From an optimization exercise on the open Yosys and OpenROAD flow, aimed at small area, a short achievable clock period and few clock cycles per item; shortcuts taken in it are not production practice. No run shown here included a check of the RTL's function; only the layout flow was run.

==> flow/design.v (outline; a module is shown in full before it is edited, if it fits) <==
// module sr_gen: 2707 lines
// module sr_fa: 10 lines
// module sr_x3: 8 lines
module sr_gen (
    input  wire        clk,
    input  wire        rst,
    input  wire        in_valid,
    output wire        in_ready,
    input  wire        in_load,
    input  wire [63:0] in_j,
    input  wire [63:0] in_s,
    input  wire [31:0] in_t,
    input  wire [47:0] in_x,
    output wire        out_valid,
    input  wire        out_ready,
    output wire [23:0] out_u
);
  // ...
==> flow/flow/run.sh <==
#!/bin/bash
# Layout: the standard flow (standard.sh), with the standard synthesis
# unchanged. After synthesis the delay cells (clkdlybuf4s*, dlygate*,
# dlymetal*) are added to the don't-use list, so that port buffering and the
# repair of slew and long wires use plain buffers. Each step's output goes to
# a log file in this folder.
set -euo pipefail
bash standard.sh synth > synth.log 2>&1
DU=""
for c in clkdlybuf4s15_1 clkdlybuf4s15_2 clkdlybuf4s18_1 clkdlybuf4s18_2 \
         clkdlybuf4s25_1 clkdlybuf4s25_2 clkdlybuf4s50_1 clkdlybuf4s50_2 \
         dlygate4sd1_1 dlygate4sd2_1 dlygate4sd3_1 \
         dlymetal6s2s_1 dlymetal6s4s_1 dlymetal6s6s_1; do
  DU="$DU sky130_fd_sc_hd__$c"
done
DONT_USE_CELLS="$DU" bash standard.sh finish > layout.log 2>&1
==> flow/standard.sh <==
#!/bin/bash
# synth_recipe.tcl (not shown) runs the flow's synth.tcl, then flattens the netlist and writes it again
# the make line also repeats each setting of config.mk as NAME=value (left out here)
make -C /OpenROAD-flow-scripts/flow DESIGN_CONFIG=/design/flow/config.mk WORK_HOME=/design/flow/orfs CLKGATE_MAP_FILE= SYNTH_SCRIPT=/design/flow/synth_recipe.tcl "${@:-finish}"
==> flow/config.mk <==
export PLATFORM = sky130hd
export DESIGN_NAME = sr_gen
export DESIGN_NICKNAME = sr_gen
export VERILOG_FILES = /design/flow/design.v
export SDC_FILE = /design/flow/constraint.sdc
export NUM_CORES = 4
export LEC_CHECK = 0
export CAP_MARGIN = 50
export CORE_MARGIN = 2
export CORE_UTILIZATION = 50
export PLACE_DENSITY = 0.65
export SETUP_SLACK_MARGIN = 0.4
export SLEW_MARGIN = 80
export SYNTH_HIERARCHICAL = 1
==> flow/constraint.sdc <==
create_clock -name core_clock -period 12.0 [get_ports {clk}]
set_input_delay 2.4000 -clock core_clock [delete_from_list [all_inputs] [get_ports {clk}]]
set_output_delay 2.4000 -clock core_clock [all_outputs]
set_load 0.01 [all_outputs]
==> results by group, run 1 <==
CTS
  – Clk sink count: 775
  – # hold bufs at CTS: 0
  – Post-CTS Setup Bufs: 0
  – CTS Buf Count: 86

Critical path
  – Startpoint types: flip-flop
  – CP delay by family, top: buffers and inverters
  – Critical path depth in cells: 14
  – CP max stage cell: clkdlybuf4s50_1
  – CP endpoint: key[3]
  – Reg2reg setup slack: 7.29 ns
  – Most used cell, CP: clkdlybuf4s50_1

Synthesis
  – Synth Area in XOR/XNOR: 0.0589
  – Yosys cell types: 93
  – Mean Syn Cell Area: 13.2 um2
  – Synth Area in Compound Gates: 0.0844
  – Post-synth EDFFs: 180
  – #FFs+latches synth: 775
  – Synth Area in Adders: 0.453

Final layout
  – Post-Layout Inst Area: 0.0697 mm2
  – Multi-In Gates: 3,221
  – Clk tree area frac: 0.0429
  – Data buffer area share: 0.0708
  – Fill cell count: 8,793
  – Ant. Diodes: 1
  – Most common cell after layout, fill and taps aside: fa_1

Die
  – Row cnt: 124
  – Die ar.: 0.118 mm2
  – Die height: 343 um

Detailed routing
  – DRT iter0 DRCs: 4,692
  – WL met1: 72,400 um
  – Final wirelength: 200,000 um
  – Detailed Routing Iterations Pass 1: 5
  – Routed wl met2: 93,300 um

Run status
  – Outcome: finished clean

Placed design
  – # port buffers: 238

Global routing
  – Initial antenna violation count: 5
  – Gr usage total: 0.348
  – First-pass GRT wire length: 288,000 um
  – Pin count of the biggest net entering global routing: 43

Hold path
  – Worst Min Path Start: k3
  – Hold Path Sink: k4
==> inputs of run 2 (changes only) <==
--- a/flow/design.v
+++ b/flow/design.v
@@ -2694,17 +2694,17 @@
         if (tload)
             t_hold <= in_t;
         a1  <= a1_d;
         na1 <= ~a1_d;
         cs1 <= cs1_d;
         a2  <= a2_d;
         na2 <= ~a2_d;
         cs2 <= cs2_d;
-        if (fpush)
+        if (push)                       
             fifo[wp] <= r[63:40];
         if (hfree)
             ou <= fempty ? r[63:40] : fifo[rp];
     end
 endmodule
 module sr_fa (
     input  wire a,
     input  wire b,
==> flow/flow/run.sh (replaced) <==
#!/bin/bash
# Layout: the standard flow (standard.sh) with the standard synthesis
# unchanged. After synthesis two things differ from the standard run:
#  - the port buffers are buf_2 cells instead of the delay cell that
#    buffer_ports picks by default (every port still gets its buffer);
#  - the delay cells (clkdlybuf4s*, dlygate*, dlymetal*) are added to the
#    platform's don't-use list, so the repair of slew, capacitance and long
#    wires uses plain buffers.
# Each tool's output goes to a log file of its own in this folder.
set -euo pipefail
bash standard.sh synth > synth.log 2>&1
FULL=$(make -s -C "$FLOW_HOME" DESIGN_CONFIG="$PWD/config.mk" WORK_HOME="$PWD/orfs" \
       print-DONT_USE_CELLS 2> print_dont_use.log | sed -n 's/^DONT_USE_CELLS: //p')
DU="$FULL"
for c in clkdlybuf4s15_1 clkdlybuf4s15_2 clkdlybuf4s18_1 clkdlybuf4s18_2 \
         clkdlybuf4s25_1 clkdlybuf4s25_2 clkdlybuf4s50_1 clkdlybuf4s50_2 \
         dlygate4sd1_1 dlygate4sd2_1 dlygate4sd3_1 \
         dlymetal6s2s_1 dlymetal6s4s_1 dlymetal6s6s_1; do
  DU="$DU sky130_fd_sc_hd__$c"
done
echo "DONT_USE_CELLS=$DU" > dont_use.txt
bash standard.sh "DONT_USE_CELLS=$DU" \
  "BUFFER_PORTS_ARGS=-buffer_cell sky130_fd_sc_hd__buf_2" finish > layout.log 2>&1
==> results by group, run 2 <==
STA
  – Fin Hold WS: 0.421 ns
  – F_max: 226 MHz
  – Final Hold Vio Count: 0
  – Final critical-path required period: 4.43 ns
  – Relative slew margins: 0.774
  – Worst Clk Skew: 0.0373 ns
  – Worst slew pin tran: 0.337 ns
  – Final slew viol count: 0
  – Tcrit/Tclk final: 0.369
  – Final setup fails: 0
  – RSZ-0062 raised after global routing: no
  – Setup tns final: 0 ns
  – Final WS setup: 7.57 ns

Synthesis
  – Post-synth top cells: fa_1 (1,220), dfxtp_1 (595), nor2_1 (249)
  – Synth Area in Compound Gates: 0.0849 (+0.000551)
  – Ys flop type: dfxtp_1
  – Synth Area in XOR/XNOR: 0.0591 (+0.000207)
  – Synth Area in Adders: 0.452 (-0.00158)
  – Post-synth ARST share: 0
  – Synth area leaders: fa_1 (42%), dfxtp_1 (21%), edfxtp_1 (9.4%), ha_1 (2.8%), xnor2_1 (2.3%)
  – Post-synth top area cell: fa_1
  – Yosys cell types: 97 (+4.3%)
  – Synth top area share: 0.423
  – Yosys warns: 7
  – Post-synthesis simple-gate area fraction: 0.0590
  – Most numerous cell in the Yosys netlist: fa_1
  – Mean Syn Cell Area: 13.2 um2 (-0.66%)
  – Largest family of logic cells by synthesized area: adder cells
  – Post-synthesis sequential area ratio: 0.300
  – Cell area after synthesis: 0.0577 mm2
  – Mux contribution to synthesized area: 0.0203
  – Syn_nets: 5,946
  – Synth Instances: 4,383
  – #FFs+latches synth: 775 (unchanged)
  – Post-synth EDFFs: 180 (unchanged)

Die
  – I/O pins: 239
  – Die height: 344 um (+0.17%)
  – Row cnt: 124 (unchanged)
  – Die width: 344 um
  – Initial Util: 0.504
  – Core area: 0.114 mm2
  – Die ar.: 0.118 mm2 (+0.35%)

Final layout
  – Most common cell after layout, fill and taps aside: fa_1
  – Fill cell count: 8,753 (-0.45%)
  – Multi-input logic area: 0.0418 mm2
  – FF/Latch Area: 0.0180 mm2
  – Syn-to-layout area delta: 20.3%
  – Commonest non-fill, non-tap cells in the layout: fa_1 (1,207), buf_2 (395), dfxtp_1 (336)
  – Share of cells above drive strength 1: 0.281
  – Biggest regs: cs1 x127, cs2 x127, fifo x120
  – Nets: 6,477

Critical path
  – CP Cell Sequence: fa_2 -> ha_2 -> nand4_2 -> nor4_4 -> buf_2 -> nand2_1 -> o31a_1 -> and3_4 -> o22ai_4 -> clkbuf_4 -> mux2_2 -> o211ai_1 -> buf_1 -> buf_1 -> buf_1 -> buf_1 -> nor2_1 -> a21oi_1
  – Critical Path Start: cs2[0]
  – R2R cell count: 18
  – Most used cell, CP: buf_1
  – Reg2reg setup slack: 7.57 ns (+0.28 ns)
  – Max incr delay on CP: 0.46 ns
  – Worst R2R Start: cs2[0]
  – Crit path arrival time: 4.95 ns
  – Worst-path fanout max: 6
  – CP Capture Type: flip-flop
  – R2r endpoint: ou[20]
  – CP max stage cell: ha_2
  – CP endpoint: ou[20]
  – CP Class: reg -> reg
  – Worst endpoint required time: 12.53 ns
  – Startpoint types: flip-flop

Global routing
  – Gr usage total: 0.353 (+0.00555)
  – Vias in the first global route: 42,700
  – First-pass GRT wire length: 293,000 um (+1.7%)
  – Total gr overflow: 0
  – GR Util met1: 0.449
  – Met3 GRT Util: 0.0958
  – GR Util met2: 0.545
  – Pin count of the biggest net entering global routing: 62 (+44%)
  – Initial antenna violation count: 3 (-2)
  – Most Crowded Layer GR: met2

Detailed routing
  – DRT iter0 DRCs: 5,277 (+12%)
  – Vias/cell: 6.16
  – Detailed Routing Iterations Pass 1: 8 (+3)
  – Vias: 40,000
  – Residual DRC: 0
  – Final wirelength: 203,000 um (+1.6%)
  – Final ANT Viol Nets: 0
  – Drt wl/cell: 31.2 um

CTS
  – Post-CTS Resized: 0
  – CTS tree: done
  – CTS Buf Count: 85 (-1.2%)
  – Clk root buf: clkbuf_16
  – Clk sink count: 775 (unchanged)
  – CTS H-tree depth: 3
  – Worst-path clk slew: 0.07 ns
  – # hold bufs at CTS: 0 (unchanged)
  – Clock Tree Buf Depth: 3
  – Clk latency of the worst-skew pair: 0.70 ns
  – Post-CTS Setup Bufs: 0 (unchanged)

Placed design
  – # port buffers: 238 (unchanged)
  – HPWL after detailed placement: 168,000 um
  – Gpl congestion: 1.03
  – DP Worst Slack: 7.74 ns

Hold path
  – Min-Delay Path Depth: 0
  – Hold WC Path Type: reg -> reg

Run
  – Max Cap Viol: 0

Run status
  – Outcome: finished clean
-- run 2: how the worst min path moves through the flow --
stage | start | end
after floorplan | k1 | k2
after global placement | k1 | k2
after detailed placement | k1 | k2
after CTS | k1 | k2
after global routing | k1 | k2
final | k1 | k2
-- run 2: logic make-up (layout without fill, tap and decap cells) --
family,after synthesis,count (layout)
DFF,775,775
xor gates and xnor gates,303,303
and+or+nand+nor,731,731
adders and majority gates,1350,1350
buffers and inverters,375,979
muxes,85,85
other,0,4
AOI/OAI and AO/OA,764,764
-- run 2: metal layers --
| metal | share of wire | vias up |
|---|---|---|
| met3 | 0.11 | 750 |
| met2 | 0.45 | 2705 |
| met4 | 0.076 | 7 |
| met5 | 0.00044 | - |
| met1 | 0.36 | 20700 |
| li1 | - | 15900 |
-- run 2: area by class of cell --
cell class,instances,area share
Antenna cell,4,0.000144
Clock buffer,110,0.0348
Clock inverter,50,0.00884
Inverter,225,0.0122
Multi-Input combinational cell,3233,0.602
Sequential cell,775,0.259
Tap cell,1512,0.0273
Timing Repair Buffer,594,0.0550
-- run 2: stage by stage --
stage	area, um2	util	instances
floorplan	57700	-	4383
global placement	60600	0.530	6065
detailed placement	65500	0.573	6313
CTS	68500	0.599	6473
global route	69400	0.607	6499
finish	69400	0.607	6503
-- run 2: critical path: cells and delay by family, from the launching register on --
kind,cells,cell delay (ns)
adders and majority gates,2,0.89
DFF,1,0.33
AOI/OAI and AO/OA,4,0.68
buffers and inverters,6,1.08
and+or+nand+nor,5,0.94
muxes,1,0.34
-- run 2: per-module statistics from Yosys (local to each module, per instance) --
| module | cells | copies in the design | flops+latches | cell area (um2) |
|---|---|---|---|---|
| sr_x3 | 1 | 43 | 0 | 23.8 |
| sr_fa | 1 | 1219 | 0 | 20.0 |
| sr_gen | 3121 | 1 | 775 | 32200 |
==> inputs of run 3 (changes only) <==
--- a/flow/config.mk
+++ b/flow/config.mk
@@ -7,8 +7,8 @@
 export LEC_CHECK = 0
 export CAP_MARGIN = 50
 export CORE_MARGIN = 2
-export CORE_UTILIZATION = 50
-export PLACE_DENSITY = 0.65
+export CORE_UTILIZATION = 65
+export PLACE_DENSITY = 0.8
 export SETUP_SLACK_MARGIN = 0.4
 export SLEW_MARGIN = 80
 export SYNTH_HIERARCHICAL = 1
==> results by group, run 3 <==
Die
  – I/O pins: 239 (unchanged)
  – Initial Util: 0.655 (+0.150)
  – Die height: 302 um (-12%)
  – Die width: 302 um (-12%)
  – Die ar.: 0.0911 mm2 (-23%)
  – Core area: 0.0881 mm2 (-23%)
  – Row cnt: 109 (-12%)

Placed design
  – HPWL after detailed placement: 163,000 um (-2.9%)
  – # port buffers: 238 (unchanged)
  – Gpl congestion: 1.08 (+5.8%)

Critical path
  – CP Class: reg -> reg
  – Crit path arrival time: 5.04 ns (+0.09 ns)
  – CP max stage cell: dfxtp_1
  – CP Cell Sequence: ha_1 -> fa_1 -> nand3_1 -> a2111oi_4 -> buf_1 -> a211oi_4 -> buf_2 -> o31a_2 -> o211a_1 -> o31ai_4 -> buf_2 -> buf_2 -> a31o_1 -> nand2_1 -> xnor2_2 -> mux2_2
  – CP endpoint: ou[22]
  – CP Capture Type: flip-flop
  – R2R cell count: 16 (-2)
  – Reg2reg setup slack: 7.38 ns (-0.19 ns)
  – Worst-path fanout max: 6 (unchanged)
  – Critical Path Start: cs2[44]
  – Startpoint types: flip-flop
  – R2r endpoint: ou[22]
  – Max incr delay on CP: 0.44 ns (-0.02 ns)
  – Worst endpoint required time: 12.42 ns (-0.11 ns)
  – Worst R2R Start: cs2[44]
  – Most used cell, CP: buf_2

STA
  – F_max: 216 MHz (-4.2%)
  – Setup tns final: 0 ns (unchanged)
  – Worst slew pin tran: 0.441 ns (+0.104 ns)
  – Worst Clk Skew: 0.0512 ns (+0.0139 ns)
  – Fin Hold WS: 0.439 ns (+0.0180 ns)
  – Final critical-path required period: 4.62 ns (+0.195 ns)
  – Final setup fails: 0 (unchanged)
  – Final Hold Vio Count: 0 (unchanged)
  – Relative slew margins: 0.704 (-0.0707)
  – RSZ-0062 raised after global routing: no
  – Final slew viol count: 0 (unchanged)
  – Tcrit/Tclk final: 0.385 (+0.0162)

Synthesis
  – #FFs+latches synth: 775 (unchanged)
  – Post-synth top cells: fa_1 (1,220), dfxtp_1 (595), nor2_1 (249)
  – Post-synth ARST share: 0 (unchanged)
  – Ys flop type: dfxtp_1
  – Post-synth top area cell: fa_1
  – Syn_nets: 5,946 (unchanged)
  – Most numerous cell in the Yosys netlist: fa_1
  – Synth top area share: 0.423 (unchanged)
  – Post-synth EDFFs: 180 (unchanged)
  – Synth Instances: 4,383 (unchanged)
  – Mean Syn Cell Area: 13.2 um2 (unchanged)
  – Yosys warns: 7 (unchanged)
  – Synth area leaders: fa_1 (42%), dfxtp_1 (21%), edfxtp_1 (9.4%), ha_1 (2.8%), xnor2_1 (2.3%)
  – Cell area after synthesis: 0.0577 mm2 (unchanged)
  – Post-synthesis sequential area ratio: 0.300 (unchanged)
  – Yosys cell types: 97 (unchanged)

CTS
  – Worst-path clk slew: 0.07 ns (about the same)
  – Post-CTS Resized: 0 (unchanged)
  – Clk latency of the worst-skew pair: 0.70 ns (about the same)
  – CTS H-tree depth: 3 (unchanged)
  – # hold bufs at CTS: 0 (unchanged)
  – CTS tree: done
  – Clk sink count: 775 (unchanged)
  – Clock Tree Buf Depth: 3 (unchanged)
  – CTS Buf Count: 82 (-3.5%)
  – Clk root buf: clkbuf_16
  – Post-CTS Setup Bufs: 0 (unchanged)

Detailed routing
  – DRT iter0 DRCs: 6,054 (+15%)
  – WL met1: 66,400 um (-8.7%)
  – Detailed Routing Iterations Pass 1: 9 (+1)
  – Vias/cell: 6.84 (+11%)
  – Vias: 42,100 (+5.1%)
  – Uppermost routed layer: met5
  – Drt wl/cell: 34.1 um (+9.3%)
  – Met3 Wirelength: 28,900 um (+29%)
  – Final wirelength: 210,000 um (+3.3%)
  – Routed wl met2: 93,300 um (+1.1%)
  – Residual DRC: 0 (unchanged)
  – Final ANT Viol Nets: 0 (unchanged)

Final layout
  – Share of cells above drive strength 1: 0.275 (-0.00597)
  – Biggest regs: cs1 x127, cs2 x127, fifo x120
  – Syn-to-layout area delta: 19.1%
  – Nets: 6,472 (-0.077%)
  – Finished Core Util: 0.780 (+0.173)
  – Most common cell after layout, fill and taps aside: fa_1
  – Commonest non-fill, non-tap cells in the layout: fa_1 (1,206), buf_2 (382), dfxtp_1 (344)

Global routing
  – Gr usage total: 0.464 (+0.111)
  – Vias in the first global route: 44,400 (+4.0%)
  – Total gr overflow: 0 (unchanged)
  – First-pass GRT wire length: 295,000 um (+0.89%)
  – Pin count of the biggest net entering global routing: 42 (-32%)
  – Initial antenna violation count: 9 (+6)

Hold path
  – Hold WC Path Type: reg -> reg

Run status
  – Outcome: finished clean

Run
  – Max Cap Viol: 0 (unchanged)
[run 3: cell counts after synthesis]
Identical to the previous run, type by type.
[run 3: worst max-delay path: cells and delay by family, from the launching register on]
| family | cells | cell delay (ns) |
|---|---|---|
| compound gates | 6 | 1.63 |
| flops | 1 | 0.44 |
| mux | 1 | 0.31 |
| xor+xnor | 1 | 0.22 |
| simple gates | 2 | 0.37 |
| buf+inv | 4 | 0.77 |
| fa+ha+maj | 2 | 0.59 |
[run 3: through the flow]
stage | std cells | instance area, um2 | worst slack, ns
after global routing | 6144 | 68700 | 7.32
after detailed placement | 5957 | 64800 | 7.66
after floorplan | 4383 | 57700 | 7.49
after CTS | 6111 | 67700 | 7.56
after global placement | 5717 | 60100 | 6.74
final | 6150 | 68700 | 7.38
[run 3: cells by family (layout without fill, tap and decap cells)]
group | after synthesis | count (layout) | share of synthesized area
simple gates | 731 | 731 | 0.0590
buf+inv | 375 | 971 | 0.0248
flops | 775 | 775 | 0.300
other cells | 0 | 6 | 0
compound gates | 764 | 764 | 0.0849
fa+ha+maj | 1350 | 1350 | 0.452
xor+xnor | 303 | 303 | 0.0591
mux | 85 | 85 | 0.0203
[run 3: per-layer routing]
metal	global-route usage	up-vias
met5	0.00466	-
met4	0.347	6
met3	0.173	1239
met2	0.695	3967
met1	0.553	21000
li1	-	15900
[run 3: cell type report]
cell class                      instances  area (um2)
Clock buffer                          110        2260
Antenna cell                            6        15.0
Inverter                              225         855
Timing Repair Buffer                  592        3720
Clock inverter                         44         664
Multi-Input combinational cell       3233       41800
Sequential cell                       775       18000
Fill cell                            5094       19400
Tap cell                             1165        1460
[run 3: how the worst min path moves through the flow]
stage | slack [ns] | end | start | depth (start not counted)
after CTS | 0.44 | k4 | k3 | 0
after global placement | 0.41 | k2 | k1 | 0
after global routing | 0.45 | k4 | k3 | 0
after floorplan | 0.40 | k2 | k1 | 0
after detailed placement | 0.42 | k3 | k2 | 0
final | 0.44 | k4 | k3 | 0
[run 3: Yosys stat by module (local to each module, per instance)]
module  flops+latches  times used  cell area (um2)  cells inside
sr_fa               0        1219             20.0             1
sr_x3               0          43             23.8             1
sr_gen            775           1            32200          3121

==> static timing again, ports no longer ideal <==
The flow's constraints put no driver on any port. The routed layouts listed below were extracted and timed again, unchanged, in two steps.
Step 1 assumes that a clkbuf_16 drives the clock port and a buf_2 every other input.
Step 2 also shifts input and output timing later by t, the mid clock arrival at the registers, as if the neighbouring blocks saw the same clock.
Three values: ideal, step 1, step 2; two values: the first two.
| run | shift t [ns] | setup WS [ns] | pins driven straight from the clock port |
|---|---|---|---|
| run 1 | 0.743 | 7.293 / 7.293 / 7.159 | 1 |
| run 2 | 0.754 | 7.571 / 7.571 / 7.571 | 1 |
| run 3 | 0.746 | 7.376 / 7.376 / 7.376 | 1 |
After both steps setup and hold are still met in every run listed. For run 1, which loses most, drivers alone change the setup slack by 0.000 ns; drivers and shift together by -0.134 ns.
